What follows belongs to an exercise in optimizing a design on an open flow for small area, a short achievable clock period and few clock cycles; a production flow would make more cautious choices.
At most, simulation tests tie the RTL to the original design; equivalence was not proved.

==> flow/design.v (excerpt) <==
module real48_divsqrt (
    input  wire        clk,
    input  wire        rst,
    input  wire        in_valid,
    output wire        in_ready,
    input  wire        in_op,        
    input  wire [47:0] in_a,
    input  wire [47:0] in_b,
    output reg         out_valid,
    output wire [47:0] out_result,
    output wire        out_ovf,
    output wire        out_finv,
    output wire        out_fdz
);
clock: 10.0 ns
lec_check: 0
cap_margin: 20
core_margin: 2
core_utilization: 40
setup_slack_margin: 3
slew_margin: 20
run.sh (not shown) runs the stock make flow with config.mk's settings and CLKGATE_MAP_FILE= SYNTH_SCRIPT=/design/flow/synth_recipe.tcl, a recipe that flattens the netlist after the stock synthesis.
Testbench counts at the start, summed over its fixed seeds: cycles 39,852.
Edit:
- SETUP_SLACK_MARGIN: 3 -> not set
Outcome: The changed run ran to the end with no violations. Non-clock buffer count drops by 163. Worst setup slack loses 0.46 ns. Core utilization is lower by 6.9 points. Die area is unchanged. Sequential share of layout area grows by 2.7 points. Final area came out lower by 12%. Maximum frequency decreases by 4.8%. Synthesized area is unchanged. Count of clock-buffer cells in the layout shrinks by 2.

* * *

The RTL this note starts from:
==> flow/design.v <==
module r48_round (
    input  wire               sign,
    input  wire signed [13:0] exp,      
    input  wire        [36:0] mant,     
    input  wire               guard,
    input  wire               sticky,
    output reg         [47:0] result,
    output reg                ovf
);
    wire        round_up = guard & (sticky | mant[0]);
    wire [37:0] sum      = {1'b0, mant} + {37'd0, round_up};
    wire signed [13:0] exp_r = sum[37] ? exp + 14'sd1 : exp;
    wire [35:0] frac     = sum[37] ? 36'd0 : sum[35:0];
    wire signed [13:0] biased = exp_r + 14'sd1023;
    always @* begin
        ovf = 1'b0;
        if (exp_r < -14'sd1022) begin
            result = {sign, 47'd0};
        end else if (exp_r > 14'sd1023) begin
            result = {sign, 11'h7FF, 36'd0};
            ovf    = 1'b1;
        end else begin
            result = {sign, biased[10:0], frac};
        end
    end
endmodule
module r48_srt_core #(
    parameter integer K  = 4,
    parameter integer N  = 40,
    parameter integer CW = 4
) (
    input  wire          sqrt,
    input  wire [CW-1:0] cnt,
    input  wire [36:0]   dvs,
    input  wire [N+2:0]  ws,
    input  wire [N+2:0]  wc,
    input  wire [N:0]    s,
    input  wire [N:0]    sm,
    output wire [N+2:0]  ws_nx,
    output wire [N+2:0]  wc_nx,
    output wire [N:0]    s_nx,
    output wire [N:0]    sm_nx
);
    localparam integer W = N + 3;
    wire [W-1:0] d_u = {{(W-37){1'b0}}, dvs} << (N - 37);
    wire [W-1:0] xs [0:K];
    wire [W-1:0] xc [0:K];
    wire [N:0]   xr [0:K];
    wire [N:0]   xm [0:K];
    assign xs[0] = ws;
    assign xc[0] = wc;
    assign xr[0] = s;
    assign xm[0] = sm;
    genvar t, b;
    generate
        for (t = 0; t < K; t = t + 1) begin : g_step
            wire [N:0] m;
            for (b = 0; b <= N; b = b + 1) begin : g_m
                if (b < N && (N - 1 - b) % K == t)
                    assign m[b] = (cnt == (N - 1 - b) / K);
                else
                    assign m[b] = 1'b0;
            end
            r48_srt_step #(.N(N)) u_step (
                .sqrt(sqrt), .m(m), .d(d_u),
                .ws(xs[t]), .wc(xc[t]), .s(xr[t]), .sm(xm[t]),
                .ws_nx(xs[t+1]), .wc_nx(xc[t+1]), .s_nx(xr[t+1]), .sm_nx(xm[t+1])
            );
        end
    endgenerate
    assign ws_nx = xs[K];
    assign wc_nx = xc[K];
    assign s_nx  = xr[K];
    assign sm_nx = xm[K];
endmodule
module r48_srt_step #(
    parameter integer N = 40
) (
    input  wire         sqrt,
    input  wire [N:0]   m,         
    input  wire [N+2:0] d,         
    input  wire [N+2:0] ws,
    input  wire [N+2:0] wc,
    input  wire [N:0]   s,
    input  wire [N:0]   sm,
    output wire [N+2:0] ws_nx,
    output wire [N+2:0] wc_nx,
    output wire [N:0]   s_nx,
    output wire [N:0]   sm_nx
);
    localparam integer W = N + 3;
    wire [4:0] ys = ws[W-1:W-5];
    wire [4:0] yc = wc[W-1:W-5];
    wire [4:0] y  = ys + yc;
    wire       qz = &(ys ^ yc);            
    wire       qp = !y[4];                 
    wire       qn = y[4] && !qz;           
    wire [W-1:0] p = sqrt ? {1'b0, s, 1'b0} | {2'b00, m}
                          : d;
    wire [W-1:0] n = sqrt ? {1'b0, sm, 1'b0} | {2'b00, m} | {1'b0, m, 1'b0}
                          : d;
    wire [W-1:0] a = qp ? ~p : (qn ? n : {W{1'b0}});
    wire [W-1:0] x2s = {ws[W-2:0], 1'b0};
    wire [W-1:0] x2c = {wc[W-2:0], 1'b0};
    wire [W-1:0] cy  = (x2s & x2c) | (x2s & a) | (x2c & a);
    assign ws_nx = x2s ^ x2c ^ a;
    assign wc_nx = {cy[W-2:0], qp};
    assign s_nx  = (qn ? sm : s) | (qz ? {(N+1){1'b0}} : m);
    assign sm_nx = (qp ? s : sm) | (qz ? m : {(N+1){1'b0}});
endmodule
module real48_divsqrt (
    input  wire        clk,
    input  wire        rst,
    input  wire        in_valid,
    output wire        in_ready,
    input  wire        in_op,        
    input  wire [47:0] in_a,
    input  wire [47:0] in_b,
    output reg         out_valid,
    output reg  [47:0] out_result,
    output reg         out_ovf,
    output reg         out_finv,
    output reg         out_fdz
);
    localparam integer K  = 4;           
    localparam integer N  = 40;          
    localparam integer NC = N / K;       
    localparam integer CW = 4;           
    localparam integer W  = N + 3;       
    reg busy;                            
    reg fin;                             
    assign in_ready = !busy;
    wire accept = in_valid && !busy && !rst;
    wire        sa = in_a[47];
    wire        sb = in_b[47];
    wire [10:0] ea = in_a[46:36];
    wire [10:0] eb = in_b[46:36];
    wire        fa_nz  = (in_a[35:0] != 36'd0);
    wire        fb_nz  = (in_b[35:0] != 36'd0);
    wire        a_max  = (ea == 11'h7FF);
    wire        b_max  = (eb == 11'h7FF);
    wire        a_nan  = a_max && fa_nz;
    wire        b_nan  = b_max && fb_nz;
    wire        a_inf  = a_max && !fa_nz;
    wire        b_inf  = b_max && !fb_nz;
    wire        a_zero = (ea == 11'd0);
    wire        b_zero = (eb == 11'd0);
    wire        sq     = sa ^ sb;
    reg       spec;
    reg [1:0] spec_kind;
    reg       spec_sign, spec_fdz;
    always @* begin
        spec      = 1'b1;
        spec_kind = 2'd0;
        spec_sign = sq;
        spec_fdz  = 1'b0;
        if (!in_op) begin
            if (a_nan || b_nan || (a_zero && b_zero) || (a_inf && b_inf))
                spec_kind = 2'd2;
            else if (a_inf)  spec_kind = 2'd1;
            else if (b_inf)  spec_kind = 2'd0;
            else if (b_zero) begin spec_kind = 2'd1; spec_fdz = 1'b1; end
            else if (a_zero) spec_kind = 2'd0;
            else             spec = 1'b0;
        end else begin
            spec_sign = sa;
            if (a_nan || (sa && !a_zero)) spec_kind = 2'd2;
            else if (a_zero)              spec_kind = 2'd0;
            else if (a_inf)               spec_kind = 2'd1;
            else                          spec = 1'b0;
        end
    end
    reg       spec_q;
    reg [1:0] kind_q;
    reg       ssign_q, sfdz_q;
    reg               op_q;
    reg               sign_q;
    reg signed [13:0] exp_q;
    reg      [W-1:0]  ws_q, wc_q;        
    reg        [N:0]  s_q, sm_q;         
    reg       [36:0]  div_q;
    reg     [CW-1:0]  cnt;
    wire signed [13:0] p    = $signed({3'b000, ea}) - 14'sd1059;
    wire signed [13:0] p_ev = p - {13'd0, p[0]};
    wire        [36:0] m_a  = {1'b1, in_a[35:0]};
    wire [W-1:0] ma_w = {{(W-37){1'b0}}, m_a};
    wire [W-1:0] w_init = !in_op ? (ma_w << (N - 38)) :
                          p[0]   ? ({{(W-N){1'b1}}, {N{1'b0}}} | (ma_w << (N - 37)))
                                 : ({{(W-N){1'b1}}, {N{1'b0}}} | (ma_w << (N - 38)));
    wire [W-1:0] ws_nx, wc_nx;
    wire [N:0]   s_nx, sm_nx;
    r48_srt_core #(.K(K), .N(N), .CW(CW)) u_core (
        .sqrt(op_q), .cnt(cnt), .dvs(div_q),
        .ws(ws_q), .wc(wc_q), .s(s_q), .sm(sm_q),
        .ws_nx(ws_nx), .wc_nx(wc_nx), .s_nx(s_nx), .sm_nx(sm_nx)
    );
    wire [W-1:0] w_sum = ws_q + wc_q;
    wire         w_neg = w_sum[W-1];
    wire [W-1:0] corr  = op_q ? {{(W-N-2){1'b0}}, sm_q, 1'b1}
                              : {{(W-37){1'b0}}, div_q} << (N - 37);
    wire         zero_pos = (w_sum == {W{1'b0}});
    wire         zero_neg = ((w_sum ^ corr) == {(w_sum[W-2:0] | corr[W-2:0]), 1'b0});
    wire         rem_nz   = w_neg ? !zero_neg : !zero_pos;
    wire [N-1:0] z = w_neg ? sm_q[N-1:0] : s_q[N-1:0];
    wire        sel = z[N-1];
    wire [36:0] r_mant   = sel ? z[N-1:N-37] : z[N-2:N-38];
    wire        r_guard  = sel ? z[N-38] : z[N-39];
    wire        r_sticky = rem_nz | (sel & z[N-39]) | low_nz;
    wire        low_nz;
    generate
        if (N > 39) begin : g_low
            assign low_nz = |z[N-40:0];
        end else begin : g_nolow
            assign low_nz = 1'b0;
        end
    endgenerate
    wire signed [13:0] r_exp = sel ? exp_q : exp_q - 14'sd1;
    wire [47:0] rnd_res;
    wire        rnd_ovf;
    r48_round u_round (
        .sign(sign_q), .exp(r_exp), .mant(r_mant),
        .guard(r_guard), .sticky(r_sticky),
        .result(rnd_res), .ovf(rnd_ovf)
    );
    always @(posedge clk) begin
        if (rst) begin
            busy      <= 1'b0;
            fin       <= 1'b0;
            spec_q    <= 1'b0;
            out_valid <= 1'b0;
        end else begin
            out_valid <= fin | spec_q;
            fin       <= busy && (cnt == NC - 1);
            spec_q    <= accept && spec;
            if (accept && !spec) busy <= 1'b1;
            else if (cnt == NC - 1) busy <= 1'b0;
        end
        if (fin) begin
            out_result <= rnd_res;
            out_ovf    <= rnd_ovf;
            out_finv   <= 1'b0;
            out_fdz    <= 1'b0;
        end else begin
            out_result <= (kind_q == 2'd2) ? 48'h7FF8_0000_0000 :
                          {ssign_q, {11{kind_q[0]}}, 36'd0};
            out_ovf    <= 1'b0;
            out_finv   <= kind_q[1];
            out_fdz    <= sfdz_q;
        end
        if (accept) begin
            kind_q  <= spec_kind;
            ssign_q <= spec_sign;
            sfdz_q  <= spec_fdz;
            op_q    <= in_op;
            sign_q  <= in_op ? 1'b0 : sq;
            exp_q   <= in_op ? 14'sd18 + (p_ev >>> 1)
                             : $signed({3'b000, ea}) - $signed({3'b000, eb});
            ws_q    <= w_init;
            wc_q    <= {W{1'b0}};
            s_q     <= {in_op, {N{1'b0}}};
            sm_q    <= {(N+1){1'b0}};
            div_q   <= {1'b1, in_b[35:0]};
            cnt     <= {CW{1'b0}};
        end else if (busy) begin
            ws_q    <= ws_nx;
            wc_q    <= wc_nx;
            s_q     <= s_nx;
            sm_q    <= sm_nx;
            cnt     <= cnt + 1'b1;
        end
    end
endmodule
clock: 10.0 ns
lec_check: 0
cap_margin: 20
core_margin: 2
core_utilization: 40
setup_slack_margin: 4
slew_margin: 20
The starting point finished with timing, DRC and antenna clean.
Edit:
--- a/flow/config.mk
+++ b/flow/config.mk
@@ -10,3 +10,2 @@
 export CORE_UTILIZATION = 40
-export SETUP_SLACK_MARGIN = 4
 export SLEW_MARGIN = 20
The changed run went through all stages and came out clean.
Hold slack is about the same.
Final area goes down by a little under a tenth.
Cell count goes down by a few percent.
Synthesized area is unchanged.
Routed wire length went down by a few percent.
Worst setup slack got worse by 0.39 ns.
Utilization goes down by 3.6 points.
Maximum frequency drops by a few percent.
First-iteration DRC count decreases slightly.
Function was not checked in any run of this note: the RTL went through the layout flow alone.

* * *

real48_divsqrt, a different RTL version from the one above (not shown whole).
For scale: about 2,600 cells after synthesis, roughly 21,000 um^2 of cells after synthesis.
==> flow/config.mk <==
export PLATFORM = sky130hd
export DESIGN_NAME = real48_divsqrt
export DESIGN_NICKNAME = real48_divsqrt
export VERILOG_FILES = /design/flow/design.v
export SDC_FILE = /design/flow/constraint.sdc
export NUM_CORES = 4
export LEC_CHECK = 0
export CAP_MARGIN = 20
export CORE_MARGIN = 2
export CORE_UTILIZATION = 60
export SLEW_MARGIN = 20
==> flow/constraint.sdc <==
create_clock -name core_clock -period 10.0 [get_ports {clk}]
set_input_delay 2.0000 -clock core_clock [delete_from_list [all_inputs] [get_ports {clk}]]
set_output_delay 2.0000 -clock core_clock [all_outputs]
set_load 0.01 [all_outputs]
standard.sh (not shown) runs the stock make flow with config.mk's settings and CLKGATE_MAP_FILE= SYNTH_SCRIPT=/design/flow/synth_recipe.tcl, a recipe that flattens the netlist after the stock synthesis.
==> flow/flow/run.sh <==
#!/bin/bash
set -euo pipefail
bash standard.sh SETUP_SLACK_MARGIN=6 finish > standard.log 2>&1
The starting point completed with no timing, DRC or antenna violations.
Testbench counts at the start, summed over its fixed seeds: cycles 58,178.
Rerun with:
==> flow/run.sh (new file) <==
#!/bin/bash
# synth_recipe.tcl (not shown) runs the flow's synth.tcl, then flattens the netlist and writes it again
# the make line also repeats each setting of config.mk as NAME=value (left out here)
make -C /OpenROAD-flow-scripts/flow DESIGN_CONFIG=/design/flow/config.mk WORK_HOME=/design/flow/orfs CLKGATE_MAP_FILE= SYNTH_SCRIPT=/design/flow/synth_recipe.tcl finish
--- a/flow/config.mk
+++ b/flow/config.mk
@@ -10 +10,2 @@
-export CORE_UTILIZATION = 60
+export CORE_UTILIZATION = 40
+export SETUP_SLACK_MARGIN = 5
removed: flow/flow/run.sh
removed: flow/standard.sh
Result: Maximum frequency came out lower by about a fifth; worst setup slack got worse by 0.70 ns; count of clock-buffer cells in the layout drops by 4; die area went up by well over a third.

* * *

== wip/lagoon ==
Another version of the RTL of real48_divsqrt (not shown whole).
For scale: ~2600 cells after synthesis, about 300 flip-flops, about 21000 µm² of cells after synthesis.
clock: 10.0 ns
lec_check: 0
cap_margin: 20
core_margin: 2
core_utilization: 60
setup_slack_margin: 5
slew_margin: 20
run.sh (not shown) runs the stock make flow with config.mk's settings and CLKGATE_MAP_FILE= SYNTH_SCRIPT=/design/flow/synth_recipe.tcl, a recipe that flattens the netlist after the stock synthesis.
Stock flow here: none of the scripts above is used.
Testbench counts of wip/lagoon, summed over its fixed seeds: cycles 61,231.
For wip/pepper, these inputs were changed with respect to wip/lagoon:
- a change of CORE_UTILIZATION from 60 to 40
[summary]
- The non-clock buffer count in wip/pepper sits 2.4% above the value recorded for wip/lagoon.
- wip/pepper vs wip/lagoon — count of clock buffers in the final design rose about 4.5%.
- [compare] base=wip/lagoon new=wip/pepper: effective utilization at floorplan decreased by 20 points relative to the old numbers, design area increased by about 1.8% relative to the old numbers, sum of met3 wire segment lengths after detailed routing decreased by 520 µm relative to the old numbers.
Inputs modified between wip/pepper and wip/raven:
- putting ABC_AREA at 1 where nothing was set
## What came out
- Taking wip/pepper as the reference, in wip/raven final area picked up an extra 13%; worst endpoint required time picked up an extra 0.05 ns.
- o_mant[9]$_DFF_P_ as the end point of the critical path was reported by wip/pepper, and rem_q[10]$_DFF_P_ by wip/raven.
- For the arithmetic-cell share of the synthesized area counting full adders, half adders and majority gates, wip/raven came in 1.6 points lower than wip/pepper did.

* * *

job 5348:
RTL: one of the versions met above, not the one the previous note started from.
Size in the first run: about 280 flip-flops, about 150 I/O pins, roughly 21000 sq um of cells after synthesis.
Design real48_divsqrt, start of the top module:
module real48_divsqrt (
    input  wire        clk,
    input  wire        rst,
    input  wire        in_valid,
    output wire        in_ready,
    input  wire        in_op,        
    input  wire [47:0] in_a,
    input  wire [47:0] in_b,
    output reg         out_valid,
    output reg  [47:0] out_result,
    output reg         out_ovf,
    output reg         out_finv,
    output reg         out_fdz
);
clock: 10.0 ns
lec_check: 0
cap_margin: 20
core_margin: 2
core_utilization: 40
slew_margin: 20
standard.sh (not shown) runs the stock make flow with config.mk's settings and CLKGATE_MAP_FILE= SYNTH_SCRIPT=/design/flow/synth_recipe.tcl, a recipe that flattens the netlist after the stock synthesis.
==> flow/flow/run.sh <==
#!/bin/bash
set -euo pipefail
bash standard.sh SETUP_SLACK_MARGIN=7 finish > standard.log 2>&1
Testbench counts of job 5348, summed over its fixed seeds: cycles 58,178.
## Diff of input files: job 2197 against job 5348
Settings: SETUP_SLACK_MARGIN now 5, previously not set; SLEW_MARGIN now 5, was 20; CAP_MARGIN now 5, was 20.
==> flow/run.sh (new file) <==
#!/bin/bash
# synth_recipe.tcl (not shown) runs the flow's synth.tcl, then flattens the netlist and writes it again
# the make line also repeats each setting of config.mk as NAME=value (left out here)
make -C /OpenROAD-flow-scripts/flow DESIGN_CONFIG=/design/flow/config.mk WORK_HOME=/design/flow/orfs CLKGATE_MAP_FILE= SYNTH_SCRIPT=/design/flow/synth_recipe.tcl finish
removed: flow/flow/run.sh
removed: flow/standard.sh
## What came out
Job 2197 finished all stages; the layout is clean.
Of job 2197 and job 5348, the lower worst hold slack belongs to job 5348.
Changes observed in job 2197 relative to job 5348: setup slack at placement fell by 110 ps; final standard cell utilization of the core down 8.8 points; maximum clock frequency went down by about 15%.
When the final numbers for job 2197 and job 5348 were put side by side, the cell area turned out to be greater in job 5348.
From job 5348 to job 2197 the numbers moved as follows: non-clock buffer count -178; clock-pin slew on the worst setup and hold paths ~0 delta.
Modified inputs, job 9208 compared to job 2197
Settings: SLEW_MARGIN now 20, was 5; CAP_MARGIN now 20, was 5; SETUP_SLACK_MARGIN no longer set, was 5.
Notes after the runs:
Looking at cell with the biggest individual delay on the critical path, the clkdlybuf4s50_1 result is from job 2197; the buf_4 one comes from job 9208. Of the two values seen for critical path capture point, quo_q[6] was produced by job 9208 and rem_q[7] by job 2197. The average wire length per cell after detail routing was comparable across job 9208 and job 2197. | fraction of area in registers | job 2197 vs job 9208 | ≈ equal |.
Here is what was changed in the inputs of job 2921 compared with job 9208.
Settings: PLACE_DENSITY_LB_ADDON now 0.2, previously not set.
==> flow/flow/run.sh (new file) <==
#!/bin/bash
set -euo pipefail
bash standard.sh SETUP_SLACK_MARGIN=6 finish > standard.log 2>&1
==> flow/standard.sh (new file) <==
#!/bin/bash
# synth_recipe.tcl (not shown) runs the flow's synth.tcl, then flattens the netlist and writes it again
# the make line also repeats each setting of config.mk as NAME=value (left out here)
make -C /OpenROAD-flow-scripts/flow DESIGN_CONFIG=/design/flow/config.mk WORK_HOME=/design/flow/orfs CLKGATE_MAP_FILE= SYNTH_SCRIPT=/design/flow/synth_recipe.tcl "${@:-finish}"
removed: flow/run.sh
Notes after the runs:
- Looking at the reports, job 2921 completed the entire flow and the layout it produced met the timing, design-rule and antenna checks.
- Compared with job 9208, in job 2921 HPWL reported at the end of detailed placement stayed essentially flat, number of instances resized during post-cts repair rose by 351, post-route clock period utilization fell by 16 points.

==> port drivers added, routing unchanged <==
In the flow no input, the clock included, has a driving cell. The finished layouts below were timed again as built, in two steps.
Step 1, drivers: a clkbuf_16 drives clk and a buf_2 each remaining input, both assumed.
Step 2, shift: input delay + t, output delay - t, t = (earliest + latest rising clock arrival at the registers) / 2. This alone moves slack from input paths to output paths.
a / b / c = ideal / step 1 / step 2; a / b = the first two.
run | shift t [ns] | setup slack, ns | worst setup path at the end
the first run of note 1 | 0.536 | 0.826 / 0.826 / 0.826 | register to register
the second run of note 1 | 0.562 | 0.368 / 0.368 / 0.368 | register to register
the first run of note 2 | 0.625 | 0.839 / 0.839 / 0.839 | register to register
the second run of note 2 | 0.645 | 0.445 / 0.445 / 0.445 | register to register
the first run of note 3 | 0.613 | 5.773 / 5.758 / 5.145 | input to register
the second run of note 3 | 0.610 | 5.078 / 5.108 / 4.498 | input to register
wip/lagoon | 0.597 | 5.240 / 5.240 / 4.884 | input to register
wip/pepper | 0.609 | 5.215 / 5.215 / 4.789 | input to register
wip/raven | 0.607 | 5.232 / 5.243 / 4.635 | input to register
job 5348 | 0.607 | 5.814 / 5.802 / 5.195 | input to register
job 2197 | 0.610 | 5.079 / 5.108 / 4.498 | input to register
job 9208 | 0.610 | 4.217 / 4.217 / 3.744 | input to register
job 2921 | 0.605 | 5.809 / 5.809 / 5.220 | input to register
After both steps every run listed still meets setup and hold. For the first run of note 3, which loses most, drivers alone change the setup slack by -0.015 ns; drivers and shift together by -0.628 ns.
